This is an optimization exercise on Yosys and OpenROAD, whose aim is small area and a short achievable clock period, not a production implementation.
Where RTL was checked, it was by simulation tests only, not by an equivalence proof against the original.
For run 1, only the layout was checked, not whether the RTL still works.
Power and IR drop assume default switching activity.

### design/flow/flow/run.sh
#!/bin/bash
set -euo pipefail
bash standard.sh "BUFFER_PORTS_ARGS=-buffer_cell sky130_fd_sc_hd__buf_1" "CTS_ARGS=-sink_clustering_enable -repair_clock_nets -dont_use_dummy_load -buf_list sky130_fd_sc_hd__clkbuf_8 -sink_clustering_size 20 -sink_clustering_max_diameter 60" finish > standard_make.log 2>&1
### design/flow/constraint.sdc
create_clock -name core_clock -period 48.0 [get_ports {clk}]
set_input_delay 9.6000 -clock core_clock [delete_from_list [all_inputs] [get_ports {clk}]]
set_output_delay 9.6000 -clock core_clock [all_outputs]
set_load 0.01 [all_outputs]
### design/flow/config.mk
export PLATFORM = sky130hd
export DESIGN_NAME = decb_lane
export DESIGN_NICKNAME = decb_lane
export VERILOG_FILES = /design/flow/design.v
export SDC_FILE = /design/flow/constraint.sdc
export NUM_CORES = 4
export LEC_CHECK = 0
export CAP_MARGIN = 20
export CORE_MARGIN = 2
export CORE_UTILIZATION = 40
export SLEW_MARGIN = 20
### design/flow/standard.sh
#!/bin/bash
# synth_recipe.tcl (not shown) runs the flow's synth.tcl, then flattens the netlist and writes it again
# the make line also repeats each setting of config.mk as NAME=value (left out here)
make -C /OpenROAD-flow-scripts/flow DESIGN_CONFIG=/design/flow/config.mk WORK_HOME=/design/flow/orfs CLKGATE_MAP_FILE= SYNTH_SCRIPT=/design/flow/synth_recipe.tcl "${@:-finish}"
### design/flow/design.v
module decb_halfband (
    input  wire [88:0] h,       
    input  wire [26:0] x,       
    input  wire        ev,      
    output wire [26:0] y,       
    output wire [88:0] nh       
);
    wire signed [29:0] r1 = h[88:59];
    wire signed [28:0] r2 = h[58:30];
    wire signed [23:0] e  = h[29:6];
    wire [1:0] ls = h[5:4];
    wire [1:0] lo = h[3:2];
    wire [1:0] lu = h[1:0];
    wire signed [23:0] xv = x[23:0];
    wire        [30:0] n;
    decb_add #(31) u_n (.a({r1[29], r1}), .b(~{{7{xv[23]}}, xv}), .ci(1'b1), .s(n), .co());
    wire        [25:0] ru;
    decb_add #(26) u_ru (.a(n[30:5]), .b(26'd0), .ci(n[4]), .s(ru), .co());
    wire               tie = n[4] & ~|n[3:0];
    wire        [25:0] r   = {ru[25:1], ru[0] & ~tie};
    wire               ovp = ~r[25] & (r[24] | r[23]);
    wire               ovn = r[25] & ~(r[24] & r[23] & |r[22:0]);
    wire        [23:0] c   = ovp ? 24'h7FFFFF :
                             ovn ? 24'h800001 : r[23:0];
    assign y = {(|ls) | x[26], (|lo) | x[25], (|lu) | x[24], c};
    wire        [24:0] x9h;
    decb_add #(25) u_x9 (.a({{4{xv[23]}}, xv[23:3]}), .b({xv[23], xv}), .ci(1'b0), .s(x9h), .co());
    wire signed [27:0] x9 = {x9h, xv[2:0]};
    wire signed [29:0] sa;
    decb_add #(30) u_sa (.a({r2[28], r2}), .b(ev ? {{2{x9[27]}}, x9} : {{2{xv[23]}}, xv, 4'd0}),
                         .ci(1'b0), .s(sa), .co());
    wire signed [28:0] sb;
    decb_add #(29) u_sb (.a({x9[27], x9}), .b(~{{5{e[23]}}, e}), .ci(1'b1), .s(sb), .co());
    function [1:0] lvl_next(input [1:0] l, input f, input even);
        lvl_next = f ? 2'd3 : (even ? ((l == 2'd0) ? 2'd0 : l - 2'd1) : l);
    endfunction
    wire [1:0] nls = lvl_next(ls, x[26], ev);
    wire [1:0] nlo = lvl_next(lo, x[25], ev);
    wire [1:0] nlu = lvl_next(lu, x[24], ev);
    assign nh = ev ? {sa, sb, xv, nls, nlo, nlu}
                   : {r1, sa[28:0], e, nls, nlo, nlu};
endmodule
module decb_add #(
    parameter integer W   = 8,
    parameter integer CMP = 0
) (
    input  wire [W-1:0] a,
    input  wire [W-1:0] b,
    input  wire         ci,
    output wire [W-1:0] s,
    output wire         co
);
    localparam integer L = (W > 32) ? 6 : (W > 16) ? 5 : (W > 8) ? 4 : (W > 4) ? 3 : (W > 2) ? 2 : 1;
    wire [W-1:0] p = a ^ b;
    wire [W-1:0] gl [0:2*L];
    wire [W-1:0] tl [0:2*L];
    assign gl[0] = (a & b) | {{(W-1){1'b0}}, (CMP ? (a[0] | b[0]) : p[0]) & ci};
    assign tl[0] = CMP ? (a | b) : p;
    genvar k, i;
    generate
        for (k = 1; k <= 2 * L; k = k + 1) begin : lv
            localparam integer D = (k <= L) ? (1 << (k - 1)) : (1 << (2 * L - k));
            for (i = 0; i < W; i = i + 1) begin : bt
                if ((k <= L && (i + 1) % (2 * D) == 0) ||
                    (k > L && (i + 1) % (2 * D) == D && i + 1 >= 3 * D)) begin : nd
                    assign gl[k][i] = gl[k-1][i] | (tl[k-1][i] & gl[k-1][i-D]);
                    assign tl[k][i] = tl[k-1][i] & tl[k-1][i-D];
                end else begin : ps
                    assign gl[k][i] = gl[k-1][i];
                    assign tl[k][i] = tl[k-1][i];
                end
            end
        end
    endgenerate
    wire [W-1:0] c = gl[2*L];
    generate
        if (W > 1) begin : sm
            assign s = p ^ {c[W-2:0], ci};
        end else begin : s1
            assign s = p ^ ci;
        end
    endgenerate
    assign co = c[W-1];
endmodule
module decb_thresh (
    input  wire        clk,
    input  wire        rst,
    input  wire        rst_d,        
    input  wire        en,           
    input  wire        o,            
    input  wire        u,            
    input  wire [24:0] mag,          
    input  wire [23:0] level,
    input  wire [7:0]  hys,
    input  wire        clr_seen,
    output reg         state,
    output reg  [7:0]  cnt,
    output reg         seen
);
    reg         st;
    always @(posedge clk)
        st <= state & ~rst_d;
    wire [11:0] lim_hi;
    wire        lim_nn;
    decb_add #(12) u_lim (.a(level[23:12]), .b(~{4'd0, hys & {8{st}}}), .ci(1'b1),
                          .s(lim_hi), .co(lim_nn));
    wire ge;
    decb_add #(25, 1) u_ge (.a(mag), .b(~{1'b0, lim_hi, level[11:0]}), .ci(1'b1), .s(), .co(ge));
    wire above = o || ge;
    wire below = lim_nn & ~ge;
    wire rise = (level != 24'd0) && !u && !state && above;
    wire fall = (level != 24'd0) && !u && state && !o && below;
    always @(posedge clk) begin
        if (rst) begin
            state <= 1'b0;
            cnt   <= 8'd0;
            seen  <= 1'b0;
        end else if (en) begin
            if (level == 24'd0)
                state <= 1'b0;
            else if (rise)
                state <= 1'b1;
            else if (fall)
                state <= 1'b0;
            if (rise)
                cnt <= cnt + 8'd1;
            if (rise)
                seen <= 1'b1;
            else if (clr_seen)
                seen <= 1'b0;
        end
    end
endmodule
module decb_lane (
    input  wire        clk,
    input  wire        rst,
    input  wire        in_valid,
    input  wire [5:0]  in_frame,    
    input  wire [31:0] in_word,     
    input  wire [2:0]  bk,          
    input  wire [23:0] hi_level,
    input  wire [7:0]  hi_hys,
    input  wire [23:0] hh_level,
    input  wire [7:0]  hh_hys,
    input  wire [1:0]  clr_seen,    
    output reg         out_valid,
    output reg  [31:0] out_word,    
    output wire [1:0]  thr_state,   
    output wire [7:0]  hi_cnt,
    output wire [7:0]  hh_cnt,
    output wire [1:0]  seen         
);
    localparam [31:0] OFF32 = 32'h0500_0000;
    localparam [88:0] CLEAN = {83'd0, 2'd3, 2'd0, 2'd3};
    reg  [88:0] ring0, ring1, ring2, ring3, ring4, ring5;
    reg  [2:0]  pc;           
    reg         clean_q;      
    reg         rst_q;        
    reg  [26:0] x_q;          
    reg  [4:0]  srct_q;       
    reg  [2:0]  t_q;          
    reg  [2:0]  bk_q;         
    reg  [2:0]  sel;          
    reg         pending;      
    reg         busy;         
    reg         fin;          
    wire        proc = (pending && pc == 3'd0) || busy;
    wire take = pc <= t_q;
    wire ev   = pc < t_q;
    wire [26:0] y;
    wire [88:0] nh;
    decb_halfband u_hb (
        .h  (ring0),
        .x  (x_q),
        .ev (ev),
        .y  (y),
        .nh (nh)
    );
    always @(posedge clk) begin
        ring0 <= ring1;
        ring1 <= ring2;
        ring2 <= ring3;
        ring3 <= ring4;
        ring4 <= ring5;
        if (clean_q)
            ring5 <= CLEAN;
        else if (proc && take)
            ring5 <= nh;
        else
            ring5 <= ring0;
    end
    always @(posedge clk) begin
        rst_q <= rst;
        if (rst) begin
            pc      <= 3'd0;
            clean_q <= 1'b1;
        end else begin
            pc      <= (pc == 3'd5) ? 3'd0 : pc + 3'd1;
            if (pc == 3'd5)
                clean_q <= 1'b0;
        end
    end
    wire [2:0] nsel   = (bk_q != sel && bk_q <= t_q) ? bk_q : sel;
    wire       dlv    = nsel <= t_q;
    wire       we     = dlv && ((proc && pc == nsel) || (fin && nsel == 3'd6));
    always @(posedge clk) begin
        if (rst) begin
            pending   <= 1'b0;
            busy      <= 1'b0;
            fin       <= 1'b0;
            out_valid <= 1'b0;
        end else begin
            if (in_valid)
                pending <= 1'b1;
            else if (pc == 3'd0)
                pending <= 1'b0;
            if (pc == 3'd0)
                busy <= pending;
            else if (pc == 3'd5)
                busy <= 1'b0;
            fin       <= busy && pc == 3'd5;
            out_valid <= fin;
        end
    end
    always @(posedge clk) begin
        if (rst_q) begin
            sel      <= 3'd0;
            out_word <= OFF32;
        end else begin
            if (fin)
                sel <= nsel;
            if (we)
                out_word <= {srct_q, x_q};
        end
    end
    wire hold_in = pending || busy || fin;
    wire [2:0] t_in = !in_frame[0] ? 3'd0 : !in_frame[1] ? 3'd1 :
                      !in_frame[2] ? 3'd2 : !in_frame[3] ? 3'd3 :
                      !in_frame[4] ? 3'd4 : !in_frame[5] ? 3'd5 : 3'd6;
    always @(posedge clk) begin
        if (proc)
            x_q <= y;
        else if (!pending)
            x_q <= in_word[26:0];
        if (!hold_in) begin
            srct_q  <= in_word[31:27];
            t_q     <= t_in;
            bk_q    <= {bk[2:1], bk[0] & ~(bk[2] & bk[1])};
        end
    end
    reg        v1;           
    reg [23:0] hi_level_q, hh_level_q;
    reg [7:0]  hi_hys_q, hh_hys_q;
    reg [1:0]  clr_q;
    always @(posedge clk) begin
        v1         <= in_valid;
        hi_level_q <= hi_level;
        hh_level_q <= hh_level;
        hi_hys_q   <= hi_hys;
        hh_hys_q   <= hh_hys;
        clr_q      <= clr_seen;
    end
    wire [24:0] mag;
    decb_add #(25) u_mag (.a({1'b0, x_q[23:0] ^ {24{x_q[23]}}}), .b(25'd0), .ci(x_q[23]),
                          .s(mag), .co());
    decb_thresh u_hi (
        .clk      (clk),
        .rst      (rst_q),
        .rst_d    (rst_q),
        .en       (v1),
        .o        (x_q[25]),
        .u        (x_q[24]),
        .mag      (mag),
        .level    (hi_level_q),
        .hys      (hi_hys_q),
        .clr_seen (clr_q[0]),
        .state    (thr_state[0]),
        .cnt      (hi_cnt),
        .seen     (seen[0])
    );
    decb_thresh u_hh (
        .clk      (clk),
        .rst      (rst_q),
        .rst_d    (rst_q),
        .en       (v1),
        .o        (x_q[25]),
        .u        (x_q[24]),
        .mag      (mag),
        .level    (hh_level_q),
        .hys      (hh_hys_q),
        .clr_seen (clr_q[1]),
        .state    (thr_state[1]),
        .cnt      (hh_cnt),
        .seen     (seen[1])
    );
endmodule
==> reports/summary.txt, run 1 <==
Status: timing/DRC/antenna clean
Die area: 65700 µm²
CP Launch Point: u_hh.cnt[0]$_SDFFE_PP0P_
Ys async rst share: 0%
Post-Layout Cell Count: 3266
Fin crit share: 22.8%
Filler Cell Count: 6041
Most common cell in the netlist: dfxtp_1
Setup WS pre-CTS: 37690 ps
Max-Cap Viols: 0
Layout cells sized above 1: 4.71%
F_max: 0.0914 GHz
Synth warn: 10
Die H: 256 µm
Critical Path, Cell by Cell: buf_1
Final hold viol count: 0
Detailed-route DRC error count: 0
RSZ-0062 raised after global routing: false
First-pass GRT wire length: 92.5 mm
Power density cells: 47.5 nW/µm²
Reg area: 14500 µm²
Hpwl dp: 43.9 mm
Core area: 63100 µm²
Synth Area in Adders: 13.6%
Slowest CP cell: dfxtp_1
Max-slew violation count: 0
Yosys top cell by area: dfxtp_1
Quantity of hold-fixing buffers added after cts: 0
Post-layout min period: 10950 ps
Synth cell types: 88
Total number of vias: 16300
Hold Path Class: register to register
Simple-gate share of the synthesized area: 9.73%
Largest net degree at the start of global routing: 65
Hold Path Depth: 0
Measured slew at the worst slew-check pin: 1270 ps
Max stage delay on crit path: 480 ps
Vias/cell: 5.00
Mean routed wirelength per cell: 18.2 µm
Clock sink count: 705
Mean Syn Cell Area: 11.2 µm²
Antenna-violating nets left: 0
Setup Skew: 106 ps
Commonest cells post-synth: 667 x dfxtp_1, 217 x nand2_1, 164 x ha_1, 164 x nor2_1, 138 x inv_1
Clock Pin Slew Worst Setup and Hold Paths: 120 ps
Io pins: 163
Area grow syn2layout: 8.51%
Post-synth EDFFs: 38
WL final: 59.5 mm
Multi-input logic area: 10200 µm²
Setup Viol. Count Final: 0
Synth area leaders: dfxtp_1 52%, ha_1 8.1%, fa_1 5.1%
N_diodes: 0
Mux cell area share after synthesis: 1.56%
Critical path peak fanout: 6
R2r setup slk: 40550 ps
Static leakage: 0.0114 µW
Initial Util: 40.4%
Worst r2r dst: x_q[8]$_DFFE_PP_
GRT Util Overall: 18.0%
Final worst setup slack: 37060 ps
Row Count: 92
Reg2reg path depth: 24
Synth top area share: 52.4%
Worst path bufs/invs: 1
TNS Setup: 0 ps
Post-CTS setup buffers: 0
Largest family of logic cells by synthesized area: adder cells
Iter 0 DRT Violations: 1170
Worst Path Arrival: 1340 ps
Worst EP required: 38400 ps
Top_reg_cell synth: dfxtp_1
CTS tree: built
Die width: 256 µm
Initial antenna violation count: 1
Synth Area in XOR/XNOR: 4.01%
Setup CP Type: register to output pin
CP delay by family, top: flip-flops
Clock Root Buffer: clkbuf_8
Syn Std Cell Area: 25500 µm²
Worst r2r src: x_q[2]$_DFFE_PP_
Relative slew slack: 14.9%
HP Start: ring3[71]$_DFF_P_
Post-synthesis sequential area ratio: 56.9%
Vias in the first global route: 16300
CTS resizes: 0
Min-Delay Endpoint: ring2[71]$_DFF_P_
H-tree depth: 2
Crit start category: register
PortBufs: 162
Longest Clk Path Bufs: 3
Mapped Cells: 2266
Synth Area in Compound Gates: 11.0%
GRT overflow: 0
Worst VDD drop: 25.7 µV
Drt first pass iters: 5
Clock latency (worst-skew pair): 680 ps
Post-synthesis net count: 2605
CP endpoint kind: output pin
Total CTS buffers: 46
Cell Count Post-Placement: 3220
Synthesized flop and latch total: 705
Routability-driven placement congestion ratio: 0.908
Final net count: 2761
[area by class of cell]
class / instances / area share, %
clock buffers: 46 / 2.29
inverters: 138 / 1.87
repair buffers: 178 / 2.63
multi-input cells: 1353 / 36.9
flip-flops and latches: 705 / 52.4
well taps: 846 / 3.83
[per-stage QoR]
step	total power (µW)	hold slack [ps]	area, µm²	utilization [%]
global route	1400	257	27600	43.8
global placement	1060	310	27000	42.8
CTS	1320	274	27600	43.8
detailed placement	1070	312	27000	42.8
floorplan	939	310	25500	-
finish	1310	278	27600	43.8
[layer usage]
metal / GRT usage (%) / up-vias / wire length [µm] / share of wire (%)
li1: - / 7973 / - / -
met1: 24.9 / 7936 / 27800 / 47
met2: 29.3 / 326 / 27500 / 46
met3: 2.65 / 102 / 2810 / 4.7
met4: 5.17 / 0 / 1420 / 2.4
met5: 0 / - / 0 / 0
[placed cells by master, fill, tap and decap left out, types with 25 or more instances in the layout]
cell	synthesis	final
ha_1	164	164
nor2_1	164	163
inv_1	138	138
fa_1	65	65
a211oi_1	26	26
o21ai_0	75	75
mux2i_1	36	36
a21oi_1	133	132
clkbuf_8	0	46
dfxtp_1	667	665
xnor2_1	39	39
buf_1	5	162
edfxtp_1	38	38
a21o_1	46	46
xor2_1	62	62
nand2_1	217	216
nand3_1	25	25
[worst register-to-register path: cells and delay by family, from the launching register on]
kind	cells	cell delay [ps]
and+or+nand+nor	14	3170
AOI/OAI and AO/OA	6	1820
adders and majority gates	3	1140
DFF	1	750
buffers and inverters	1	350
[flip-flops by register name, indices dropped and copies added (netlist names), 5 cells and up]
signal	count
hh_hys_q	8
hh_level_q	24
hi_hys_q	8
hi_level_q	24
out_word	32
ring0	89
ring1	89
ring2	89
ring3	89
ring4	89
ring5	89
srct_q	5
u_hh.cnt	8
u_hi.cnt	8
x_q	27
[report_power, final]
group | switching [µW] | internal, µW | leakage, µW
logic | 254 | 168 | 0.00527
clock network | 170 | 86.3 | 0.000331
registers | 28.3 | 606 | 0.00579
[how the worst max path moves through the flow]
| stage | endpoint | slack (ps) | cells past startpoint |
|---|---|---|---|
| 2_1_floorplan | x_q[10]$_DFFE_PP_ | 37890 | 1 |
| 3_3_place_gp | t_q[0]$_SDFFCE_PN0N_ | 37710 | 5 |
| 3_5_place_dp | t_q[0]$_SDFFCE_PN0N_ | 37690 | 5 |
| 4_1_cts | hh_cnt[0] | 37000 | 1 |
| 5_1_grt | hi_cnt[2] | 36970 | 1 |
| 6_report | hh_cnt[0] | 37060 | 1 |
[cells by family (layout without fill, tap and decap cells)]
group	after synthesis	count (layout)
compound gates	416	416
xor+xnor	107	107
fa+ha+maj	239	239
buf+inv	208	362
flops	705	705
mux	39	39
simple gates	552	552
==> inputs of run 2 (changes only) <==
--- a/design/flow/design.v
+++ b/design/flow/design.v
@@ -111,8 +111,24 @@
     wire rise = (level != 24'd0) && !u && !state && above;
     wire fall = (level != 24'd0) && !u && state && !o && below;
+    wire       inc = en && rise;
+    wire [8:0] cc;
+    wire [7:0] cnt_nx;
+    assign cc[0] = inc;
+    genvar b;
+    generate
+        for (b = 0; b < 8; b = b + 1) begin : ic
+            assign cnt_nx[b]  = cnt[b] ^ cc[b];
+            assign cc[b + 1] = cnt[b] & cc[b];
+        end
+    endgenerate
+    always @(posedge clk) begin
+        if (rst)
+            cnt <= 8'd0;
+        else
+            cnt <= cnt_nx;
+    end
     always @(posedge clk) begin
         if (rst) begin
             state <= 1'b0;
-            cnt   <= 8'd0;
             seen  <= 1'b0;
         end else if (en) begin
@@ -124,6 +140,4 @@
                 state <= 1'b0;
             if (rise)
-                cnt <= cnt + 8'd1;
-            if (rise)
                 seen <= 1'b1;
             else if (clr_seen)
==> run 2 against run 1 <==
  * Largest power group unchanged
  * Setup slack gained 76 ps
  * First-iteration DRC count shrank 9.0%
  * Sequential power hardly changed
  * Sequential share of layout area up 0.13 points
  * Largest cell class unchanged
  * Clock skew down 31 ps
  * Clock power barely moved
  * Register-to-register slack worse by 520 ps
  * Sequential cell count unchanged
  * Combinational power is 3% higher
  * Non-clock buffer count is 2 lower
==> reports/summary.txt, run 2 <==
Status: timing/DRC/antenna clean
Hold Path Class: register to register
CP delay by family, top: flip-flops
Commonest cells after routing, fill and taps aside: 665 x dfxtp_1, 212 x nand2_1, 176 x ha_1
HP Start: ring4[17]$_DFF_P_
Yosys top cell by area: dfxtp_1
Synthesized flop and latch total: 705 (unchanged)
Top_reg_cell synth: dfxtp_1
First-pass GRT wire length: 90.4 mm (-2.3%)
Worst path bufs/invs: 1 (unchanged)
CP Launch Point: u_hh.state$_SDFFE_PP0P_
Setup Skew: 74.8 ps (-31.1 ps)
Mean routed wirelength per cell: 18.1 µm (-0.61%)
Worst EP required: 38400 ps (about the same)
Clock latency (worst-skew pair): 660 ps (-20 ps)
Slowest CP cell: dfxtp_1
Die H: 256 µm (about the same)
Measured slew at the worst slew-check pin: 1030 ps (-238 ps)
Die width: 256 µm (about the same)
Area grow syn2layout: 8.34%
Drt first pass iters: 5 (unchanged)
Final worst setup slack: 37130 ps (+76.2 ps)
Finished Core Util: 43.8% (about the same)
Clock Root Buffer: clkbuf_8
Worst r2r src: x_q[0]$_DFFE_PP_
Post-synth EDFFs: 38 (unchanged)
Layout cells sized above 1: 4.67% (-0.040 points)
Post-Layout Cell Count: 3245 (-0.64%)
R2r setup slk: 40030 ps (-520 ps)
Worst VDD drop: 28.0 µV (+9.2%)
Clock Pin Slew Worst Setup and Hold Paths: 120 ps (about the same)
Mean Syn Cell Area: 11.3 µm² (+0.82%)
Ys async rst share: 0% (unchanged)
Worst Path Arrival: 1270 ps (-70 ps)
Post-layout min period: 10870 ps (-76.2 ps)
Total number of vias: 16100 (-1.5%)
Initial Util: 40.4% (+0.044 points)
Synth warn: 10 (unchanged)
Vias in the first global route: 16200 (-0.61%)
CP endpoint kind: output pin
Critical path peak fanout: 4 (-2)
Setup Viol. Count Final: 0 (unchanged)
Antenna-violating nets left: 0 (unchanged)
Row Count: 92 (unchanged)
Fin crit share: 22.6% (-0.16 points)
Max stage delay on crit path: 390 ps (-90 ps)
Power density cells: 48.0 nW/µm² (+1.1%)
Post-CTS setup buffers: 0 (unchanged)
Max-slew violation count: 0 (unchanged)
Synth top area share: 52.4% (about the same)
Placed cell areas: 27000 µm² (-0.19%)
Post-synthesis net count: 2597 (-0.31%)
Reg2reg path depth: 27 (+13%)
Setup WS pre-CTS: 37710 ps (+16.1 ps)
Synth cell types: 81 (-8.0%)
Die area: 65700 µm² (about the same)
Post-synthesis sequential area ratio: 56.9% (about the same)
Detailed-route DRC error count: 0 (unchanged)
Syn Std Cell Area: 25500 µm² (about the same)
Longest Clk Path Bufs: 3 (unchanged)
Vias/cell: 4.96 (-0.91%)
Commonest non-fill, non-tap cell in the layout: dfxtp_1
Crit start category: register
PortBufs: 162 (unchanged)
Critical path capture point: thr_state[1]
Cell area after layout: 27600 µm² (-0.23%)
Initial antenna violation count: 1 (unchanged)
Setup CP Type: register to output pin
Max-Cap Viols: 0 (unchanged)
CTS resizes: 0 (unchanged)
GRT overflow: 0 (unchanged)
Final net count: 2751 (-0.36%)
Quantity of hold-fixing buffers added after cts: 0 (unchanged)
Most common cell in the netlist: dfxtp_1
Final hold viol count: 0 (unchanged)
H-tree depth: 2 (unchanged)
Critical Path, Cell by Cell: buf_1
Hpwl dp: 43.3 mm (-1.3%)
F_max: 0.0920 GHz (+0.70%)
Io pins: 163 (unchanged)
Cell Count Post-Placement: 3199 (-0.65%)
TNS Setup: 0 ps (unchanged)
Filler Cell Count: 5934 (-1.8%)
Total CTS buffers: 45 (-2.2%)
WL final: 58.7 mm (-1.3%)
Crit path depth: 1 (unchanged)
Clock sink count: 705 (unchanged)
Core area: 63000 µm² (-0.18%)
Largest net degree at the start of global routing: 89 (+37%)
Iter 0 DRT Violations: 1065 (-9.0%)
Routability-driven placement congestion ratio: 0.922 (+1.6%)
RSZ-0062 raised after global routing: false
Relative slew slack: 31.3% (+16 points)
CTS tree: built
Commonest cells post-synth: 667 x dfxtp_1, 213 x nand2_1, 176 x ha_1
GRT Util Overall: 17.7% (-0.33 points)
Worst r2r dst: ring5[58]$_SDFF_PP0_
Static leakage: 0.0114 µW (about the same)
Mapped Cells: 2246 (-0.88%)
Synth area leaders: dfxtp_1 52%, ha_1 8.6%, fa_1 5.1%
-- run 2: metrics by stage --
step	power [µW]	hold slack, ps
after floorplan	947	310
after global placement	1070	310
after detailed placement	1080	312
after CTS	1330	258
after global routing	1410	248
final	1320	256
-- run 2: how the worst min path moves through the flow --
| stage | to | slack, ps | cells after the start |
|---|---|---|---|
| finish | ring3[17]$_DFF_P_ | 260 | 0 |
| global route | ring3[17]$_DFF_P_ | 250 | 0 |
| CTS | ring3[17]$_DFF_P_ | 260 | 0 |
| detailed placement | ring4[47]$_DFF_P_ | 310 | 0 |
| global placement | ring0[79]$_DFF_P_ | 310 | 0 |
| floorplan | ring0[0]$_DFF_P_ | 310 | 0 |
-- run 2: cells by family after synthesis --
logic type	share of synthesized area (%)
AOI/OAI and AO/OA	10.4
xor gates and xnor gates	3.83
adders and majority gates	14.2
buffers and inverters	3.27
DFF	56.9
muxes	1.30
and+or+nand+nor	10.0
-- run 2: final cells by class --
type | instances | area [µm²] | area share (%)
antenna | 1 | 2.50 | 0.00907
clock buffer | 45 | 619 | 2.25
inverter | 137 | 514 | 1.86
multi-input combinational | 1335 | 10200 | 36.9
sequential | 705 | 14500 | 52.6
tap | 846 | 1060 | 3.84
timing repair buffer | 176 | 717 | 2.60
-- run 2: routing by layer --
layer	track usage [%]	vias up	wire length [µm]
met2	27.5	353	25900
met3	4.16	104	3590
met4	5.70	2	1650
li1	-	7890	-
met5	1.24	-	115
met1	24.0	7736	27500
-- run 2: power breakdown --
group	switching, µW	leakage [µW]	internal (µW)
Clock	168	0.000324	84.6
Sequential	27.3	0.00579	609
Combinational	260	0.00527	175
Total	455	0.0114	868
==> inputs of run 3 (changes only) <==
--- a/design/flow/config.mk
+++ b/design/flow/config.mk
@@ -8,4 +8,4 @@
 export CAP_MARGIN = 20
 export CORE_MARGIN = 2
-export CORE_UTILIZATION = 40
+export CORE_UTILIZATION = 65
 export SLEW_MARGIN = 20
==> run 3 against run 2 <==
  * Power fell by 0.76%
  * Area after synthesis did not move
  * Critical path depth did not move
  * Cell area fell by 1.5%
  * Die area fell by 38%
  * First-iteration DRC count fell by 15%
  * Synthesized cell count did not move
  * Clock skew fell by 7.8 ps
  * Register-to-register slack improved by 620 ps
  * Setup slack improved by 70 ps
  * Highest routed layer unchanged
==> reports/summary.txt, run 3 <==
Crit start category: register
Largest net degree at the start of global routing: 64 (-28%)
Setup WS pre-CTS: 37720 ps (+19.0 ps)
Detailed-route DRC error count: 0 (unchanged)
Iter 0 DRT Violations: 902 (-15%)
RSZ-0062 raised after global routing: false
CTS resizes: 0 (unchanged)
Post-CTS setup buffers: 0 (unchanged)
Syn Std Cell Area: 25500 µm² (unchanged)
Mean Syn Cell Area: 11.3 µm² (unchanged)
Synth cell types: 81 (unchanged)
Commonest cells after routing, fill and taps aside: 665 x dfxtp_1, 211 x nand2_1, 176 x ha_1
Hold Path Class: register to register
Post-synthesis net count: 2597 (unchanged)
Drt first pass iters: 7 (+2)
Fin crit share: 22.5% (-0.15 points)
Antenna-violating nets left: 0 (unchanged)
Post-synthesis sequential area ratio: 56.9% (unchanged)
CP delay by family, top: flip-flops
Critical Path, Cell by Cell: buf_1
Synth top area share: 52.4% (unchanged)
Total number of vias: 16100 (-0.0062%)
Longest Clk Path Bufs: 3 (unchanged)
Row Count: 72 (-22%)
F_max: 0.0926 GHz (+0.65%)
Hold Slack: 271 ps (+14.5 ps)
Critical path peak fanout: 4 (unchanged)
GRT Util Overall: 27.3% (+9.6 points)
Measured slew at the worst slew-check pin: 1100 ps (+73.9 ps)
Total CTS buffers: 46 (+2.2%)
GRT overflow: 0 (unchanged)
CTS tree: built
Relative slew slack: 25.8% (-5.5 points)
First-pass GRT wire length: 85.9 mm (-4.9%)
Commonest cells post-synth: 667 x dfxtp_1, 213 x nand2_1, 176 x ha_1
Final net count: 2749 (-0.073%)
Quantity of hold-fixing buffers added after cts: 0 (unchanged)
Worst Path Arrival: 1200 ps (-70 ps)
Clock sink count: 705 (unchanged)
WL final: 55.2 mm (-6.1%)
Area grow syn2layout: 6.66%
N_diodes: 0 (-1)
Post-synth EDFFs: 38 (unchanged)
Io pins: 163 (unchanged)
Worst path bufs/invs: 1 (unchanged)
Post-layout min period: 10800 ps (-69.8 ps)
Die area: 40800 µm² (-38%)
H-tree depth: 2 (unchanged)
TNS Setup: 0 ps (unchanged)
Mapped Cells: 2246 (unchanged)
Worst EP required: 38400 ps (about the same)
Worst VDD drop: 32.2 µV (+15%)
Hpwl dp: 40.2 mm (-7.2%)
Mean routed wirelength per cell: 18.9 µm (+4.6%)
Routability-driven placement congestion ratio: 0.887 (-3.8%)
Ys async rst share: 0% (unchanged)
Top_reg_cell synth: dfxtp_1
CP endpoint kind: output pin
Clock Root Buffer: clkbuf_8
Cell area after layout: 27200 µm² (-1.5%)
Setup Viol. Count Final: 0 (unchanged)
Power density cells: 48.4 nW/µm² (+0.80%)
Final worst setup slack: 37200 ps (+69.8 ps)
Die H: 202 µm (-21%)
Max stage delay on crit path: 370 ps (-20 ps)
Setup Skew: 67.0 ps (-7.83 ps)
Vias in the first global route: 16100 (-0.68%)
Synth warn: 10 (unchanged)
Clock Pin Slew Worst Setup and Hold Paths: 110 ps (about the same)
Static leakage: 0.0114 µW (about the same)
Die width: 202 µm (-21%)
Max-Cap Viols: 0 (unchanged)
Yosys top cell by area: dfxtp_1
Commonest non-fill, non-tap cell in the layout: dfxtp_1
Synth area leaders: dfxtp_1 52%, ha_1 8.6%, fa_1 5.1%
Slowest CP cell: dfxtp_1
Vias/cell: 5.52 (+11%)
Synthesized flop and latch total: 705 (unchanged)
Core area: 38600 µm² (-39%)
Setup CP Type: register to output pin
Initial Util: 65.9% (+25 points)
Max-slew violation count: 0 (unchanged)
Initial antenna violation count: 0 (-1)
Clock latency (worst-skew pair): 660 ps (about the same)
Most common cell in the netlist: dfxtp_1
Placed cell areas: 26500 µm² (-1.6%)
Layout cells sized above 1: 4.59% (-0.080 points)
PortBufs: 162 (unchanged)
Final hold viol count: 0 (unchanged)
Status: timing/DRC/antenna clean
[run 3: changes by cell type in the layout (fill, tap and decap cells not counted), sizes merged]
cell | previous run | this run
buf | 176 | 173
clkbuf | 45 | 46
diode | 1 | 0
[run 3: routing by layer]
| metal | track usage, % | wire length, µm |
|---|---|---|
| met5 | 1.19 | 62 |
| met4 | 9.69 | 1760 |
| met3 | 5.47 | 3550 |
| met2 | 44.2 | 25300 |
| met1 | 36.5 | 24500 |
[run 3: kinds of logic (layout without fill, tap and decap cells)]
| group | after synthesis | count (layout) | share of synthesized area, % |
|---|---|---|---|
| adder cells (fa/ha/maj) | 253 | 253 | 14.2 |
| XOR/XNOR | 105 | 105 | 3.83 |
| AO/OA/AOI/OAI | 392 | 392 | 10.4 |
| multiplexers | 33 | 33 | 1.30 |
| AND/OR/NAND/NOR | 552 | 552 | 10.0 |
| buffers and inverters | 206 | 356 | 3.27 |
| flip-flops | 705 | 705 | 56.9 |
[run 3: layout make-up]
class / count / area, µm²
flip-flops and latches: 705 / 14500
multi-input cells: 1335 / 10200
fillers: 2917 / 11500
inverters: 137 / 514
repair buffers: 173 / 691
clock buffers: 46 / 633
well taps: 518 / 648
[run 3: per-stage QoR]
step                      util [%]  power (µW)  instances
after CTS                     70.3        1320       2914
after floorplan                  -         947       2246
after detailed placement      68.6        1070       2868
final                         70.3        1310       2914
after global routing          70.3        1390       2914
after global placement        68.6        1060       2868
[run 3: path summary, 6_finish.rpt]
kind                                 from                    to  slack (ps)  cells past startpoint
hold reg to reg         ring3[13]$_DFF_P_     ring2[13]$_DFF_P_         270                      0
setup reg to reg         x_q[0]$_DFFE_PP_  ring5[58]$_SDFF_PP0_       40650                     27
setup / recovery  u_hh.state$_SDFFE_PP0P_          thr_state[1]       37200                      1
hold / removal          ring3[13]$_DFF_P_     ring2[13]$_DFF_P_         270                      0
[run 3: report_power, final]
group / switching [µW] / internal [µW] / total [µW]
clock: 168 / 86.3 / 254
sequential: 26.3 / 609 / 635
combinational: 251 / 173 / 424
[run 3: worst register-to-register path: stages (launching register included)]
cell and delay [ps]:
edfxtp_1 760, ha_1 260, inv_1 50, fa_1 430, nor2b_1 130, o21ai_0 100
a21boi_1 180, o311a_1 300, o21a_1 140, nor2_1 60, fa_1 370, xnor2_1 380
nand2_1 100, o21ai_0 180, ha_1 320, and4_1 220, nand4_1 100, nor2_1 50
nor4_1 270, o31ai_1 240, a211oi_1 520, o21ai_0 260, o221a_2 320, o41a_1 380
fa_1 550, nor3_1 60, a2111oi_0 390, o21a_1 190
==> inputs of run 4 (changes only) <==
==> design/flow/flow/run.sh (replaced) <==
#!/bin/bash
set -euo pipefail
bash standard.sh "BUFFER_PORTS_ARGS=-buffer_cell sky130_fd_sc_hd__buf_1" "CTS_ARGS=-sink_clustering_enable -repair_clock_nets -dont_use_dummy_load -buf_list sky130_fd_sc_hd__clkbuf_8 -sink_clustering_size 16 -sink_clustering_max_diameter 60" finish > standard_make.log 2>&1
==> run 4 against run 3 <==
  * Still clean
  * Clock-buffer cell count up 7
  * Maximum frequency down 0.14%
  * Clock skew down 13 ps
  * Critical path type unchanged
  * Highest routed layer unchanged
==> reports/summary.txt, run 4 <==
Routability-driven placement congestion ratio: 0.887 (unchanged)
P_sw: 448 µW (+0.59%)
Vias/cell: 5.53 (+0.22%)
F_max: 0.0925 GHz (-0.14%)
H-tree depth: 2 (unchanged)
Commonest non-fill, non-tap cell in the layout: dfxtp_1
Post-synth EDFFs: 38 (unchanged)
Max-Cap Viols: 0 (unchanged)
Reg area: 14500 µm² (unchanged)
Vias in the first global route: 16200 (+0.60%)
Die area: 40800 µm² (unchanged)
Hpwl dp: 40.2 mm (unchanged)
Mean Syn Cell Area: 11.3 µm² (unchanged)
Longest Clk Path Bufs: 3 (unchanged)
Finished Core Util: 70.5% (+0.25 points)
Max stage delay on crit path: 370 ps (about the same)
Final worst setup slack: 37190 ps (-14.7 ps)
Row Count: 72 (unchanged)
Hold Slack: 284 ps (+12.9 ps)
CTS tree: built
Worst path bufs/invs: 1 (unchanged)
Synth area leaders: dfxtp_1 52%, ha_1 8.6%, fa_1 5.1%
Initial Util: 65.9% (unchanged)
Worst EP required: 38400 ps (about the same)
Commonest cells after routing, fill and taps aside: 665 x dfxtp_1, 211 x nand2_1, 176 x ha_1
Critical path peak fanout: 3 (-1)
Detailed-route DRC error count: 0 (unchanged)
Area grow syn2layout: 7.04%
Initial antenna violation count: 0 (unchanged)
CP endpoint kind: output pin
Worst Path Arrival: 1210 ps (about the same)
Switch share: 33.7% (-0.18 points)
Comb pwr share: 31.9% (-0.4 points)
Ys async rst share: 0% (unchanged)
Mapped Cells: 2246 (unchanged)
Yosys top cell by area: dfxtp_1
GRT overflow: 0 (unchanged)
Clock Root Buffer: clkbuf_8
Die width: 202 µm (unchanged)
PnR Total Power: 1330 µW (+1.1%)
Slowest CP cell: dfxtp_1
Critical Path, Cell by Cell: buf_1
Clock Pin Slew Worst Setup and Hold Paths: 100 ps (about the same)
Commonest cells post-synth: 667 x dfxtp_1, 213 x nand2_1, 176 x ha_1
Total CTS buffers: 53 (+15%)
Top_reg_cell synth: dfxtp_1
Total number of vias: 16200 (+0.46%)
Layout cells sized above 1: 4.87% (+0.28 points)
Synthesized flop and latch total: 705 (unchanged)
Worst VDD drop: 30.0 µV (-7.0%)
Synth cell types: 81 (unchanged)
Antenna-violating nets left: 0 (unchanged)
Most common cell in the netlist: dfxtp_1
Multi-input logic area: 10200 µm² (unchanged)
Post-layout min period: 10810 ps (+14.7 ps)
CTS resizes: 0 (unchanged)
Fin crit share: 22.5% (+0.031 points)
Drt first pass iters: 5 (-2)
Power density cells: 48.7 nW/µm² (+0.76%)
Synth warn: 10 (unchanged)
Final hold viol count: 0 (unchanged)
GRT Util Overall: 27.4% (+0.13 points)
Final net count: 2756 (+0.25%)
Static leakage: 0.0114 µW (+0.44%)
Filler Cell Count: 2906 (-0.38%)
Status: timing/DRC/antenna clean
N_diodes: 0 (unchanged)
Post-synthesis net count: 2597 (unchanged)
Setup WS pre-CTS: 37720 ps (unchanged)
Synth top area share: 52.4% (unchanged)
WL final: 55.3 mm (+0.32%)
PortBufs: 162 (unchanged)
Internal: 880 µW (+1.4%)
Measured slew at the worst slew-check pin: 1140 ps (+36.1 ps)
Clock sink count: 705 (unchanged)
Relative slew slack: 23.4% (-2.4 points)
Quantity of hold-fixing buffers added after cts: 0 (unchanged)
Post-synthesis sequential area ratio: 56.9% (unchanged)
Crit start category: register
Max-slew violation count: 0 (unchanged)
RSZ-0062 raised after global routing: false
Core area: 38600 µm² (unchanged)
Iter 0 DRT Violations: 786 (-13%)
CP delay by family, top: flip-flops
Die H: 202 µm (unchanged)
Setup Skew: 54.1 ps (-13.0 ps)
Clk network pwr share: 20.3% (+0.9 points)
TNS Setup: 0 ps (unchanged)
Syn Std Cell Area: 25500 µm² (unchanged)
Setup CP Type: register to output pin
Hold Path Class: register to register
Post-CTS setup buffers: 0 (unchanged)
Mean routed wirelength per cell: 18.9 µm (about the same)
First-pass GRT wire length: 86.2 mm (+0.36%)
Clock latency (worst-skew pair): 680 ps (+20 ps)
Io pins: 163 (unchanged)
Setup Viol. Count Final: 0 (unchanged)
Sequential power share: 47.8% (-0.5 points)
Largest net degree at the start of global routing: 64 (unchanged)
==> run 4: changes by cell type in the layout (fill, tap and decap cells not counted), sizes merged <==
cell,before,now
clkbuf,46,53
==> run 4: path summary, 6_finish.rpt <==
path	from	endpoint	slack (ps)	cells past startpoint
max	u_hi.state$_SDFFE_PP0P_	thr_state[0]	37190	1
min	ring3[13]$_DFF_P_	ring2[13]$_DFF_P_	280	0
max reg2reg	x_q[0]$_DFFE_PP_	ring5[58]$_SDFF_PP0_	40620	27
min reg2reg	ring3[13]$_DFF_P_	ring2[13]$_DFF_P_	280	0
==> run 4: power by group through the flow <==
stage | Combinational [µW] | Clock, µW | Sequential, µW
final | 424 | 269 | 635
after global routing | 475 | 298 | 637
after CTS | 424 | 277 | 635
after detailed placement | 421 | 0 | 648
after global placement | 411 | 0 | 647
after floorplan | 311 | 0 | 636
==> run 4: metal layers <==
| layer | GRT usage [%] | vias up | part of all wire, % |
|---|---|---|---|
| met5 | 1.19 | - | 0.11 |
| met4 | 10.4 | 2 | 3.1 |
| met3 | 5.32 | 102 | 6.6 |
| met2 | 44.4 | 418 | 46 |
| met1 | 36.5 | 7745 | 44 |
| li1 | - | 7891 | - |
==> run 4: cell type report <==
| cell class | instances | share of cell area (%) |
|---|---|---|
| Inverter | 137 | 1.89 |
| Tap cell | 518 | 2.38 |
| Clock buffer | 53 | 2.68 |
| Sequential cell | 705 | 53.2 |
| Timing Repair Buffer | 173 | 2.53 |
| Multi-Input combinational cell | 1335 | 37.3 |
==> run 4: kinds of logic after synthesis <==
kind of cell,count (synthesis),share of synthesized area (%)
buffers and inverters,206,3.27
AO/OA/AOI/OAI,392,10.4
XOR/XNOR,105,3.83
multiplexers,33,1.30
flip-flops,705,56.9
adder cells (fa/ha/maj),253,14.2
AND/OR/NAND/NOR,552,10.0
==> run 4: metrics by stage <==
stage,cell area (µm²),std cells
floorplan,25500,2246
global placement,26500,2868
detailed placement,26500,2868
CTS,27300,2921
global route,27300,2921
finish,27300,2921
==> inputs of run 5 (changes only) <==
--- a/design/flow/design.v
+++ b/design/flow/design.v
@@ -86,5 +86,4 @@
     input  wire        clk,
     input  wire        rst,
-    input  wire        rst_d,        
     input  wire        en,           
     input  wire        o,            
@@ -94,11 +93,15 @@
     input  wire [7:0]  hys,
     input  wire        clr_seen,
-    output reg         state,
+    output reg         state,        
     output reg  [7:0]  cnt,
     output reg         seen
 );
     reg         st;
-    always @(posedge clk)
-        st <= state & ~rst_d;
+    always @(posedge clk) begin
+        if (rst)
+            state <= 1'b0;
+        else
+            state <= st;
+    end
     wire [11:0] lim_hi;
     wire        lim_nn;
@@ -109,6 +112,6 @@
     wire above = o || ge;
     wire below = lim_nn & ~ge;
-    wire rise = (level != 24'd0) && !u && !state && above;
-    wire fall = (level != 24'd0) && !u && state && !o && below;
+    wire rise = (level != 24'd0) && !u && !st && above;
+    wire fall = (level != 24'd0) && !u && st && !o && below;
     wire       inc = en && rise;
     wire [8:0] cc;
@@ -130,13 +133,13 @@
     always @(posedge clk) begin
         if (rst) begin
-            state <= 1'b0;
+            st    <= 1'b0;
             seen  <= 1'b0;
         end else if (en) begin
             if (level == 24'd0)
-                state <= 1'b0;
+                st <= 1'b0;
             else if (rise)
-                state <= 1'b1;
+                st <= 1'b1;
             else if (fall)
-                state <= 1'b0;
+                st <= 1'b0;
             if (rise)
                 seen <= 1'b1;
@@ -281,5 +284,4 @@
         .clk      (clk),
         .rst      (rst_q),
-        .rst_d    (rst_q),
         .en       (v1),
         .o        (x_q[25]),
@@ -296,5 +298,4 @@
         .clk      (clk),
         .rst      (rst_q),
-        .rst_d    (rst_q),
         .en       (v1),
         .o        (x_q[25]),
==> run 5 against run 4 <==
  * Worst hold slack gained 2.2 ps
  * Cell area decreased by 0.61%
  * Largest cell class unchanged
  * Sequential cell count unchanged
  * Global-route usage increased by 0.42 points
  * Area after synthesis fell by 0.78%
  * Combinational power shrank 3%
  * Critical path depth stayed put
  * Critical endpoint is now out_word[31]
  * Maximum frequency is essentially flat
  * Clock power is essentially flat
  * Critical path type unchanged
  * Via count is 0.76% lower
==> reports/summary.txt, run 5 <==
Status: timing/DRC/antenna clean
CTS resizes: 0 (unchanged)
Worst r2r dst: ring5[58]$_SDFF_PP0_
Hpwl dp: 41.4 mm (+2.9%)
Max-slew violation count: 0 (unchanged)
Hold Path Depth: 0 (unchanged)
Longest Clk Path Bufs: 3 (unchanged)
Mean routed wirelength per cell: 19.2 µm (+1.1%)
Post-synthesis net count: 2584 (-0.50%)
Ys async rst share: 0% (unchanged)
R2r setup slk: 40510 ps (-110 ps)
Most common cell in the netlist: dfxtp_1
Cell Count Post-Placement: 2857 (-0.38%)
First-pass GRT wire length: 87.1 mm (+0.94%)
Finished Core Util: 70.4% (-0.10 points)
Vias/cell: 5.51 (-0.35%)
P_sw: 443 µW (-1.3%)
N_diodes: 0 (unchanged)
Post-CTS setup buffers: 0 (unchanged)
Setup Viol. Count Final: 0 (unchanged)
CP delay by family, top: flip-flops
Post-synth EDFFs: 38 (unchanged)
Vias in the first global route: 15900 (-1.7%)
Die H: 201 µm (-0.38%)
GRT overflow: 0 (unchanged)
Commonest non-fill, non-tap cell in the layout: dfxtp_1
Static leakage: 0.0112 µW (-2.4%)
Post-Layout Cell Count: 2909 (-0.41%)
Final hold viol count: 0 (unchanged)
Clock Pin Slew Worst Setup and Hold Paths: 100 ps (about the same)
Crit start category: register
Setup CP Type: register to output pin
Internal: 868 µW (-1.3%)
Synthesized flop and latch total: 705 (unchanged)
Slowest CP cell: dfxtp_1
Quantity of hold-fixing buffers added after cts: 0 (unchanged)
CTS tree: built
Commonest cells after routing, fill and taps aside: 665 x dfxtp_1, 232 x nand2_1, 176 x ha_1
Clock sink count: 705 (unchanged)
Core area: 38500 µm² (-0.47%)
Post-layout min period: 10820 ps (+1.80 ps)
Relative slew slack: 29.7% (+6.3 points)
Min-Delay Endpoint: ring0[69]$_DFF_P_
Yosys top cell by area: dfxtp_1
Commonest cells post-synth: 667 x dfxtp_1, 233 x nand2_1, 176 x ha_1
TNS Setup: 0 ps (unchanged)
Io pins: 163 (unchanged)
Worst Path Arrival: 1220 ps (about the same)
Mean Syn Cell Area: 11.3 µm² (-0.20%)
Total number of vias: 16000 (-0.76%)
Measured slew at the worst slew-check pin: 1050 ps (-82.7 ps)
Clock Root Buffer: clkbuf_8
Comb pwr share: 31.2% (-0.7 points)
Synth cell types: 72 (-11%)
H-tree depth: 2 (unchanged)
Initial Util: 65.7% (-0.21 points)
Max stage delay on crit path: 340 ps (-30 ps)
F_max: 0.0925 GHz (about the same)
Worst VDD drop: 36.2 µV (+21%)
Sequential power share: 48.4% (+0.6 points)
Syn Std Cell Area: 25300 µm² (-0.78%)
Clk network pwr share: 20.4% (about the same)
Layout cells sized above 1: 4.22% (-0.64 points)
Die area: 40500 µm² (-0.77%)
Switch share: 33.8% (about the same)
Total CTS buffers: 52 (-1.9%)
Hold Path Class: register to register
PortBufs: 162 (unchanged)
Antenna-violating nets left: 0 (unchanged)
Mapped Cells: 2233 (-0.58%)
Synth top area share: 52.9% (+0.41 points)
Critical path peak fanout: 2 (-1)
Top_reg_cell synth: dfxtp_1
Largest net degree at the start of global routing: 85 (+33%)
Synth area leaders: dfxtp_1 53%, ha_1 8.7%, fa_1 5.2%
Reg2reg path depth: 22 (-19%)
Worst EP required: 38400 ps (about the same)
Initial antenna violation count: 0 (unchanged)
Critical Path, Cell by Cell: buf_1
Max-Cap Viols: 0 (unchanged)
Iter 0 DRT Violations: 917 (+17%)
Final net count: 2744 (-0.44%)
WL final: 55.7 mm (+0.72%)
HP Start: ring1[69]$_DFF_P_
Area grow syn2layout: 7.23%
Filler Cell Count: 2878 (-0.96%)
Fin crit share: 22.5% (about the same)
Drt first pass iters: 7 (+2)
Worst path bufs/invs: 1 (unchanged)
Routability-driven placement congestion ratio: 0.883 (-0.46%)
Synth warn: 10 (unchanged)
CP endpoint kind: output pin
Post-synthesis sequential area ratio: 57.4% (+0.45 points)
GRT Util Overall: 27.8% (+0.42 points)
RSZ-0062 raised after global routing: false
Power density cells: 48.4 nW/µm² (-0.69%)
Row Count: 72 (unchanged)
Clock latency (worst-skew pair): 680 ps (about the same)
Detailed-route DRC error count: 0 (unchanged)
Setup Skew: 54.4 ps (+0.391 ps)
Die width: 201 µm (-0.38%)
Worst r2r src: x_q[3]$_DFFE_PP_
## run 5: worst max-delay path by stage
stage | start | end | cells past startpoint
global route | out_word[31]$_SDFFE_PP0P_ | out_word[31] | 1
global placement | in_frame[4] | t_q[0]$_SDFFCE_PN0N_ | 5
detailed placement | in_frame[4] | t_q[0]$_SDFFCE_PN0N_ | 5
finish | out_word[31]$_SDFFE_PP0P_ | out_word[31] | 1
floorplan | in_word[11] | x_q[11]$_DFFE_PP_ | 1
CTS | out_word[31]$_SDFFE_PP0P_ | out_word[31] | 1
## run 5: power by group through the flow
stage	clock network [µW]	logic [µW]	registers, µW
6_report	267	410	635
2_1_floorplan	0	305	631
5_1_grt	294	463	636
4_1_cts	274	407	634
3_5_place_dp	0	404	648
3_3_place_gp	0	391	647
## run 5: cells by family (layout without fill, tap and decap cells)
group,count (synthesis),in the layout,share of synthesized area [%]
DFF,705,705,57.4
xor gates and xnor gates,105,105,3.97
AOI/OAI and AO/OA,382,382,9.90
adders and majority gates,253,253,14.4
muxes,37,37,1.48
buffers and inverters,209,367,3.22
and+or+nand+nor,542,542,9.70
## run 5: cell type report
class	count	area, µm²	area share, %
flip-flops and latches	705	14500	53.5
multi-input cells	1319	10000	36.9
clock buffers	52	716	2.64
repair buffers	174	698	2.58
well taps	518	648	2.39
inverters	141	529	1.95
## run 5: stage by stage
stage | setup slack, ps | power [µW] | instance area (µm²) | hold slack (ps)
final | 37180 | 1310 | 27100 | 286
after global routing | 37120 | 1390 | 27100 | 285
after detailed placement | 37730 | 1050 | 26400 | 312
after CTS | 37150 | 1310 | 27100 | 285
after floorplan | 37860 | 936 | 25300 | 310
after global placement | 37710 | 1040 | 26400 | 310
## run 5: layer usage
layer,GRT usage (%),wire [µm],vias up
met5,0,0,-
met4,9.58,1690,0
met3,6.37,4080,113
met2,42.4,24000,482
met1,39.4,26000,7599
li1,-,-,7841
==> inputs of run 6 (changes only) <==
--- a/design/flow/design.v
+++ b/design/flow/design.v
@@ -15,8 +15,6 @@
     wire        [30:0] n;
     decb_add #(31) u_n (.a({r1[29], r1}), .b(~{{7{xv[23]}}, xv}), .ci(1'b1), .s(n), .co());
-    wire        [25:0] ru;
-    decb_add #(26) u_ru (.a(n[30:5]), .b(26'd0), .ci(n[4]), .s(ru), .co());
-    wire               tie = n[4] & ~|n[3:0];
-    wire        [25:0] r   = {ru[25:1], ru[0] & ~tie};
+    wire               tie = ~|n[4:0];
+    wire        [25:0] r   = {n[30:6], n[5] & ~tie};
     wire               ovp = ~r[25] & (r[24] | r[23]);
     wire               ovn = r[25] & ~(r[24] & r[23] & |r[22:0]);
@@ -25,5 +23,5 @@
     assign y = {(|ls) | x[26], (|lo) | x[25], (|lu) | x[24], c};
     wire        [24:0] x9h;
-    decb_add #(25) u_x9 (.a({{4{xv[23]}}, xv[23:3]}), .b({xv[23], xv}), .ci(1'b0), .s(x9h), .co());
+    decb_add #(25) u_x9 (.a({{4{xv[23]}}, xv[23:3]}), .b({xv[23], xv}), .ci(1'b1), .s(x9h), .co());
     wire signed [27:0] x9 = {x9h, xv[2:0]};
     wire signed [29:0] sa;
@@ -169,5 +167,5 @@
 );
     localparam [31:0] OFF32 = 32'h0500_0000;
-    localparam [88:0] CLEAN = {83'd0, 2'd3, 2'd0, 2'd3};
+    localparam [88:0] CLEAN = {30'd16, 29'd8, 24'd0, 2'd3, 2'd0, 2'd3};
     reg  [88:0] ring0, ring1, ring2, ring3, ring4, ring5;
     reg  [2:0]  pc;           
@@ -281,4 +279,5 @@
     decb_add #(25) u_mag (.a({1'b0, x_q[23:0] ^ {24{x_q[23]}}}), .b(25'd0), .ci(x_q[23]),
                           .s(mag), .co());
+    wire [24:0] mag_n = ~mag;
     decb_thresh u_hi (
         .clk      (clk),
==> run 6 against run 5 <==
  * Still clean on timing, DRC and antenna
  * Setup slack improved by 35 ps
  * Critical path depth did not move
  * Register-to-register slack better by 310 ps
  * Maximum frequency increased by 0.33%
  * Sequential share of layout area rose by 0.55 points
  * Area after synthesis down 0.79%
  * Sequential cell count unchanged
  * Sequential power hardly changed
  * Core utilization grew 0.46 points
  * Worst hold slack improved by 17 ps
  * Clock-buffer cell count unchanged
  * Global-route usage grew 0.39 points
  * Critical path type unchanged
  * Critical endpoint is now hh_cnt[7]
  * Largest cell class unchanged
==> reports/summary.txt, run 6 <==
Quantity of hold-fixing buffers added after cts: 0 (unchanged)
Most common cell in the netlist: dfxtp_1
Die width: 200 µm (-0.39%)
Synth top area share: 53.3% (+0.42 points)
Final hold viol count: 0 (unchanged)
N_diodes: 0 (unchanged)
Worst EP required: 38400 ps (about the same)
Filler Cell Count: 2880 (+0.069%)
CTS tree: built
Clock Root Buffer: clkbuf_8
Setup Skew: 57.6 ps (+3.17 ps)
PnR Total Power: 1320 µW (+1.0%)
Placed cell areas: 26100 µm² (-0.99%)
Antenna-violating nets left: 0 (unchanged)
Routability-driven placement congestion ratio: 0.893 (+1.1%)
Measured slew at the worst slew-check pin: 1110 ps (+53.3 ps)
Total number of vias: 16000 (-0.056%)
Critical path peak fanout: 2 (unchanged)
Met3 GRT Util: 6.70% (+0.34 points)
Relative slew slack: 26.1% (-3.6 points)
Clock sink count: 705 (unchanged)
Final net count: 2698 (-1.7%)
GRT Util Overall: 28.2% (+0.39 points)
Vias/cell: 5.58 (+1.3%)
First-pass GRT wire length: 87.4 mm (+0.36%)
CTS resizes: 0 (unchanged)
Finished Core Util: 70.9% (+0.46 points)
Clock latency (worst-skew pair): 670 ps (about the same)
Crit start category: register
Slowest CP cell: dfxtp_1
Ys async rst share: 0% (unchanged)
Layout cells sized above 1: 4.07% (-0.15 points)
F_max: 0.0928 GHz (+0.33%)
Setup Viol. Count Final: 0 (unchanged)
Drt first pass iters: 6 (-1)
Row Count: 71 (-1.4%)
TNS Setup: 0 ps (unchanged)
Yosys top cell by area: dfxtp_1
Max-slew violation count: 0 (unchanged)
Detailed-route DRC error count: 0 (unchanged)
Worst Path Arrival: 1180 ps (-40 ps)
RSZ-0062 raised after global routing: false
Initial Util: 66.2% (+0.56 points)
Hold Slack: 303 ps (+17.0 ps)
Commonest non-fill, non-tap cell in the layout: dfxtp_1
Gr busiest metal: met2
Mean Syn Cell Area: 11.4 µm² (+0.52%)
Clock Pin Slew Worst Setup and Hold Paths: 90 ps (about the same)
Commonest cells post-synth: 667 x dfxtp_1, 205 x nand2_1, 162 x ha_1
H-tree depth: 2 (unchanged)
Top_reg_cell synth: dfxtp_1
M1 GR Usage: 36.4% (-3.0 points)
Total CTS buffers: 52 (unchanged)
Post-CTS setup buffers: 0 (unchanged)
Hold Path Class: register to register
Max-Cap Viols: 0 (unchanged)
Static leakage: 0.0108 µW (-3.1%)
Synth area leaders: dfxtp_1 53%, ha_1 8.1%, fa_1 5.2%
Power density cells: 49.4 nW/µm² (+2.0%)
Synthesized flop and latch total: 705 (unchanged)
Worst path bufs/invs: 1 (unchanged)
Iter 0 DRT Violations: 818 (-11%)
Area grow syn2layout: 7.01%
Post-synth EDFFs: 38 (unchanged)
Vias in the first global route: 16100 (+0.87%)
PortBufs: 162 (unchanged)
Largest net degree at the start of global routing: 66 (-22%)
Mean routed wirelength per cell: 19.6 µm (+2.1%)
CP endpoint kind: output pin
Cell area after layout: 26800 µm² (-0.98%)
Initial antenna violation count: 0 (unchanged)
GRT overflow: 0 (unchanged)
Fin crit share: 22.5% (-0.073 points)
Post-synthesis sequential area ratio: 57.8% (+0.46 points)
WL final: 56.2 mm (+0.74%)
Synth cell types: 73 (+1.4%)
Worst VDD drop: 37.7 µV (+4.2%)
Io pins: 163 (unchanged)
Longest Clk Path Bufs: 3 (unchanged)
Core area: 37800 µm² (-1.6%)
Syn Std Cell Area: 25100 µm² (-0.79%)
Commonest cells after routing, fill and taps aside: 665 x dfxtp_1, 204 x nand2_1, 162 x ha_1, 162 x buf_1, 148 x inv_1
Die H: 200 µm (-0.39%)
Post-synthesis net count: 2541 (-1.7%)
Hpwl dp: 41.5 mm (+0.27%)
Max stage delay on crit path: 360 ps (+20 ps)
Critical Path, Cell by Cell: buf_1
Die area: 40100 µm² (-0.77%)
Setup CP Type: register to output pin
Status: timing/DRC/antenna clean
Mapped Cells: 2204 (-1.3%)
Post-layout min period: 10780 ps (-35.1 ps)
Synth warn: 9 (-1)
CP delay by family, top: flip-flops
Met2 Use GR: 46.3% (+4.0 points)
[run 6: changes by cell type after synthesis, sizes merged, moves of 7 or more]
cell	previous run	this run
maj3	12	2
nand2	233	205
clkbuf	54	46
o221a	13	1
a211oi	18	35
ha	176	162
buf	14	25
inv	141	148
o21ai	76	67
o21a	8	16
o21bai	4	11
and2	14	6
xor2	60	42
[run 6: through the flow]
step / setup slack (ps) / instances
5_1_grt: 37150 / 2870
3_3_place_gp: 37710 / 2818
3_5_place_dp: 37680 / 2818
2_1_floorplan: 37860 / 2204
6_report: 37220 / 2870
4_1_cts: 37170 / 2870
[run 6: layer usage]
metal  routed length (µm)  up-vias
li1                     -     7732
met1                24100     7730
met2                26200      460
met3                 3980      104
met4                 1870        0
met5                    0        -
[run 6: cells by family (layout without fill, tap and decap cells)]
kind of cell | after synthesis | count (layout) | synth area share (%)
and+or+nand+nor | 517 | 517 | 9.51
xor gates and xnor gates | 94 | 94 | 3.68
adders and majority gates | 229 | 229 | 13.4
AOI/OAI and AO/OA | 404 | 404 | 10.6
DFF | 705 | 705 | 57.8
muxes | 35 | 35 | 1.40
buffers and inverters | 220 | 375 | 3.58
[run 6: area by class of cell]
| class | instances | area (µm²) | share of cell area [%] |
|---|---|---|---|
| Multi-Input combinational cell | 1279 | 9700 | 36.2 |
| Timing Repair Buffer | 175 | 706 | 2.63 |
| Clock buffer | 52 | 716 | 2.67 |
| Inverter | 148 | 556 | 2.07 |
| Sequential cell | 705 | 14500 | 54.1 |
| Tap cell | 511 | 639 | 2.38 |
[run 6: worst paths after layout]
check                          from              endpoint  slack (ps)  depth (start not counted)
max          u_hh.cnt[7]$_SDFF_PP0_             hh_cnt[7]       37220                          1
min               ring3[35]$_DFF_P_     ring2[35]$_DFF_P_         300                          0
max reg2reg        x_q[4]$_DFFE_PP_  ring5[58]$_SDFF_PP0_       40820                         24
min reg2reg       ring3[35]$_DFF_P_     ring2[35]$_DFF_P_         300                          0
[run 6: where the power goes]
part           internal [µW]  switching (µW)  total [µW]
logic                    172             249         421
registers                606            30.4         636
clock network           96.8             170         267
==> inputs of run 7 (changes only) <==
==> design/flow/flow/run.sh (replaced) <==
#!/bin/bash
set -euo pipefail
bash standard.sh "BUFFER_PORTS_ARGS=-buffer_cell sky130_fd_sc_hd__buf_1" "CTS_ARGS=-sink_clustering_enable -repair_clock_nets -dont_use_dummy_load -buf_list sky130_fd_sc_hd__clkbuf_8 -root_buf sky130_fd_sc_hd__clkbuf_16 -tree_buf sky130_fd_sc_hd__clkbuf_16 -sink_clustering_size 16 -sink_clustering_max_diameter 60" finish > standard_make.log 2>&1
==> run 7 against run 6 <==
  * Sequential cell count unchanged
  * Cell count did not move
  * Sequential power hardly changed
  * Clock skew fell by 16 ps
  * Routed wire length barely moved
  * Area after synthesis stayed put
  * Die area is the same
  * Via count fell by 0.54%
  * Setup slack gained 88 ps
  * Critical path type unchanged
  * Sequential share of layout area shrank 0.11 points
==> reports/summary.txt, run 7 <==
Initial antenna violation count: 0 (unchanged)
PortBufs: 162 (unchanged)
Hold Path Depth: 0 (unchanged)
Syn Std Cell Area: 25100 µm² (unchanged)
Clock Root Buffer: clkbuf_16
Internal: 885 µW (+1.2%)
Die width: 200 µm (unchanged)
Cell area after layout: 26900 µm² (+0.21%)
Relative slew slack: 27.4% (+1.3 points)
GRT Util Overall: 28.3% (+0.064 points)
Cell Count Post-Placement: 2818 (unchanged)
CTS tree: built
Clock latency (worst-skew pair): 570 ps (-100 ps)
GRT overflow: 0 (unchanged)
Io pins: 163 (unchanged)
Final net count: 2698 (unchanged)
Measured slew at the worst slew-check pin: 1090 ps (-18.8 ps)
Setup Viol. Count Final: 0 (unchanged)
Clock sink count: 705 (unchanged)
Worst Path Arrival: 1090 ps (-90 ps)
Post-synthesis net count: 2541 (unchanged)
Yosys top cell by area: dfxtp_1
Core area: 37800 µm² (unchanged)
Met2 routed WL: 26.1 mm (-0.62%)
Mean routed wirelength per cell: 19.6 µm (about the same)
Total number of vias: 15900 (-0.54%)
M1 wire length: 24.4 mm (+1.6%)
R2r setup slk: 40750 ps (-70 ps)
Slowest CP cell: dfxtp_1
Min-Delay Endpoint: ring2[35]$_DFF_P_
Vias/cell: 5.55 (-0.54%)
Die area: 40100 µm² (unchanged)
Commonest cells after routing, fill and taps aside: 665 x dfxtp_1, 204 x nand2_1, 162 x ha_1, 162 x buf_1, 148 x inv_1
Clk network pwr share: 20.8% (+0.6 points)
RSZ-0062 raised after global routing: false
Most common cell in the netlist: dfxtp_1
Synth cell types: 73 (unchanged)
Hold Slack: 302 ps (-0.581 ps)
Hpwl dp: 41.5 mm (unchanged)
Drt first pass iters: 5 (-1)
Post-synthesis sequential area ratio: 57.8% (unchanged)
Worst VDD drop: 37.8 µV (+0.19%)
Synthesized flop and latch total: 705 (unchanged)
Row Count: 71 (unchanged)
Detailed-route DRC error count: 0 (unchanged)
Worst r2r dst: ring5[58]$_SDFF_PP0_
Longest Clk Path Bufs: 3 (unchanged)
Area grow syn2layout: 7.24%
Placed cell areas: 26100 µm² (unchanged)
PnR Total Power: 1340 µW (+0.81%)
Synth area leaders: dfxtp_1 53%, ha_1 8.1%, fa_1 5.2%
Initial Util: 66.2% (unchanged)
Top_reg_cell synth: dfxtp_1
Worst path bufs/invs: 1 (unchanged)
Clock Pin Slew Worst Setup and Hold Paths: 90 ps (about the same)
Switch share: 33.7% (-0.24 points)
Iter 0 DRT Violations: 800 (-2.2%)
Synth warn: 9 (unchanged)
Post-CTS setup buffers: 0 (unchanged)
Comb pwr share: 31.5% (-0.3 points)
Ys async rst share: 0% (unchanged)
Final hold viol count: 0 (unchanged)
Critical path peak fanout: 2 (unchanged)
Commonest non-fill, non-tap cell in the layout: dfxtp_1
CTS resizes: 0 (unchanged)
CP endpoint kind: output pin
Vias in the first global route: 16100 (+0.21%)
F_max: 0.0935 GHz (+0.82%)
Worst EP required: 38400 ps (about the same)
Largest net degree at the start of global routing: 66 (unchanged)
Power density cells: 49.7 nW/µm² (+0.60%)
Static leakage: 0.0108 µW (+0.24%)
Hold Path Class: register to register
Commonest cells post-synth: 667 x dfxtp_1, 205 x nand2_1, 162 x ha_1
Fin crit share: 22.3% (-0.18 points)
Synth top area share: 53.3% (unchanged)
Routability-driven placement congestion ratio: 0.893 (unchanged)
Sequential power share: 47.7% (-0.4 points)
WL final: 56.2 mm (about the same)
Reg2reg path depth: 24 (unchanged)
Setup CP Type: register to output pin
First-pass GRT wire length: 87.5 mm (+0.14%)
Total CTS buffers: 52 (unchanged)
H-tree depth: 2 (unchanged)
Max stage delay on crit path: 370 ps (about the same)
Die H: 200 µm (unchanged)
N_diodes: 0 (unchanged)
HP Start: ring3[35]$_DFF_P_
DR WL met3: 3.52 mm (-12%)
TNS Setup: 0 ps (unchanged)
Mean Syn Cell Area: 11.4 µm² (unchanged)
Max-slew violation count: 0 (unchanged)
Crit start category: register
Max layer used: met5
Post-Layout Cell Count: 2870 (unchanged)
Critical Path, Cell by Cell: buf_1
Mapped Cells: 2204 (unchanged)
CP delay by family, top: flip-flops
Layout cells sized above 1: 4.07% (unchanged)
Post-layout min period: 10690 ps (-88.2 ps)
Post-synth EDFFs: 38 (unchanged)
P_sw: 450 µW (about the same)
Quantity of hold-fixing buffers added after cts: 0 (unchanged)
Setup Skew: 41.4 ps (-16.2 ps)
Max-Cap Viols: 0 (unchanged)
Worst r2r src: x_q[4]$_DFFE_PP_
Antenna-violating nets left: 0 (unchanged)
Status: timing/DRC/antenna clean
run 7: cell counts after synthesis:
No cell type changed its count.
run 7: worst max-delay path by stage:
stage	start	slack, ps	to	cells past startpoint
final	u_hh.cnt[7]$_SDFF_PP0_	37310	hh_cnt[7]	1
after floorplan	in_word[10]	37860	x_q[10]$_DFFE_PP_	1
after CTS	u_hi.cnt[3]$_SDFF_PP0_	37280	hi_cnt[3]	1
after global routing	u_hh.cnt[6]$_SDFF_PP0_	37250	hh_cnt[6]	1
after detailed placement	in_frame[4]	37680	t_q[0]$_SDFFCE_PN0N_	5
after global placement	in_frame[4]	37710	t_q[0]$_SDFFCE_PN0N_	5
run 7: kinds of logic after synthesis:
group	count (synthesis)	share of synthesized area, %
simple gates	517	9.51
flops	705	57.8
buf+inv	220	3.58
fa+ha+maj	229	13.4
xor+xnor	94	3.68
compound gates	404	10.6
mux	35	1.40
run 7: cell type report:
type                    instances  area (µm²)
clock buffers                  52         772
fillers                      2871       11000
inverters                     148         556
multi-input cells            1279        9700
flip-flops and latches        705       14500
well taps                     511         639
repair buffers                175         706
run 7: metal layers:
metal | vias up | GRT usage [%]
met3 | 112 | 5.76
met4 | 2 | 11.2
li1 | 7738 | -
met1 | 7678 | 36.8
met2 | 410 | 46.4
met5 | - | 2.50
run 7: per-stage QoR:
step	setup slack [ps]	utilization, %
2_1_floorplan	37860	-
3_3_place_gp	37710	69.0
3_5_place_dp	37680	69.0
4_1_cts	37280	71.0
5_1_grt	37250	71.0
6_report	37310	71.0
run 7: power by group through the flow:
stage / sequential (µW) / combinational, µW / clock, µW
final: 637 / 420 / 278
after floorplan: 633 / 314 / 0
after detailed placement: 650 / 417 / 0
after global routing: 638 / 472 / 305
after CTS: 636 / 420 / 284
after global placement: 650 / 404 / 0

## separate check: timing with driven ports
In the flow no input, the clock included, has a driving cell. The finished layouts below were timed again as built, in two steps.
Step 1: set_driving_cell puts a clkbuf_16 on clk and a buf_2 on each other input, an assumption about the parent block.
Step 2 also shifts input and output timing later by t, the mid clock arrival at the registers, as if the neighbouring blocks saw the same clock.
Slacks: ideal / step 1 / step 2; pairs: ideal / step 1.
run	t (ns)	setup slack, ns	slew at the worst register clock pin (ns)
run 1	0.680	37.055 / 36.999 / 37.679	0.12 / 0.12
run 2	0.685	37.131 / 37.074 / 37.689	0.12 / 0.12
run 3	0.680	37.201 / 37.148 / 37.707	0.11 / 0.11
run 4	0.704	37.186 / 37.133 / 37.696	0.10 / 0.10
run 5	0.706	37.184 / 37.129 / 37.693	0.10 / 0.10
run 6	0.696	37.220 / 37.166 / 37.643	0.10 / 0.10
run 7	0.612	37.308 / 37.247 / 37.647	0.10 / 0.10
After both steps every run listed still meets setup and hold.
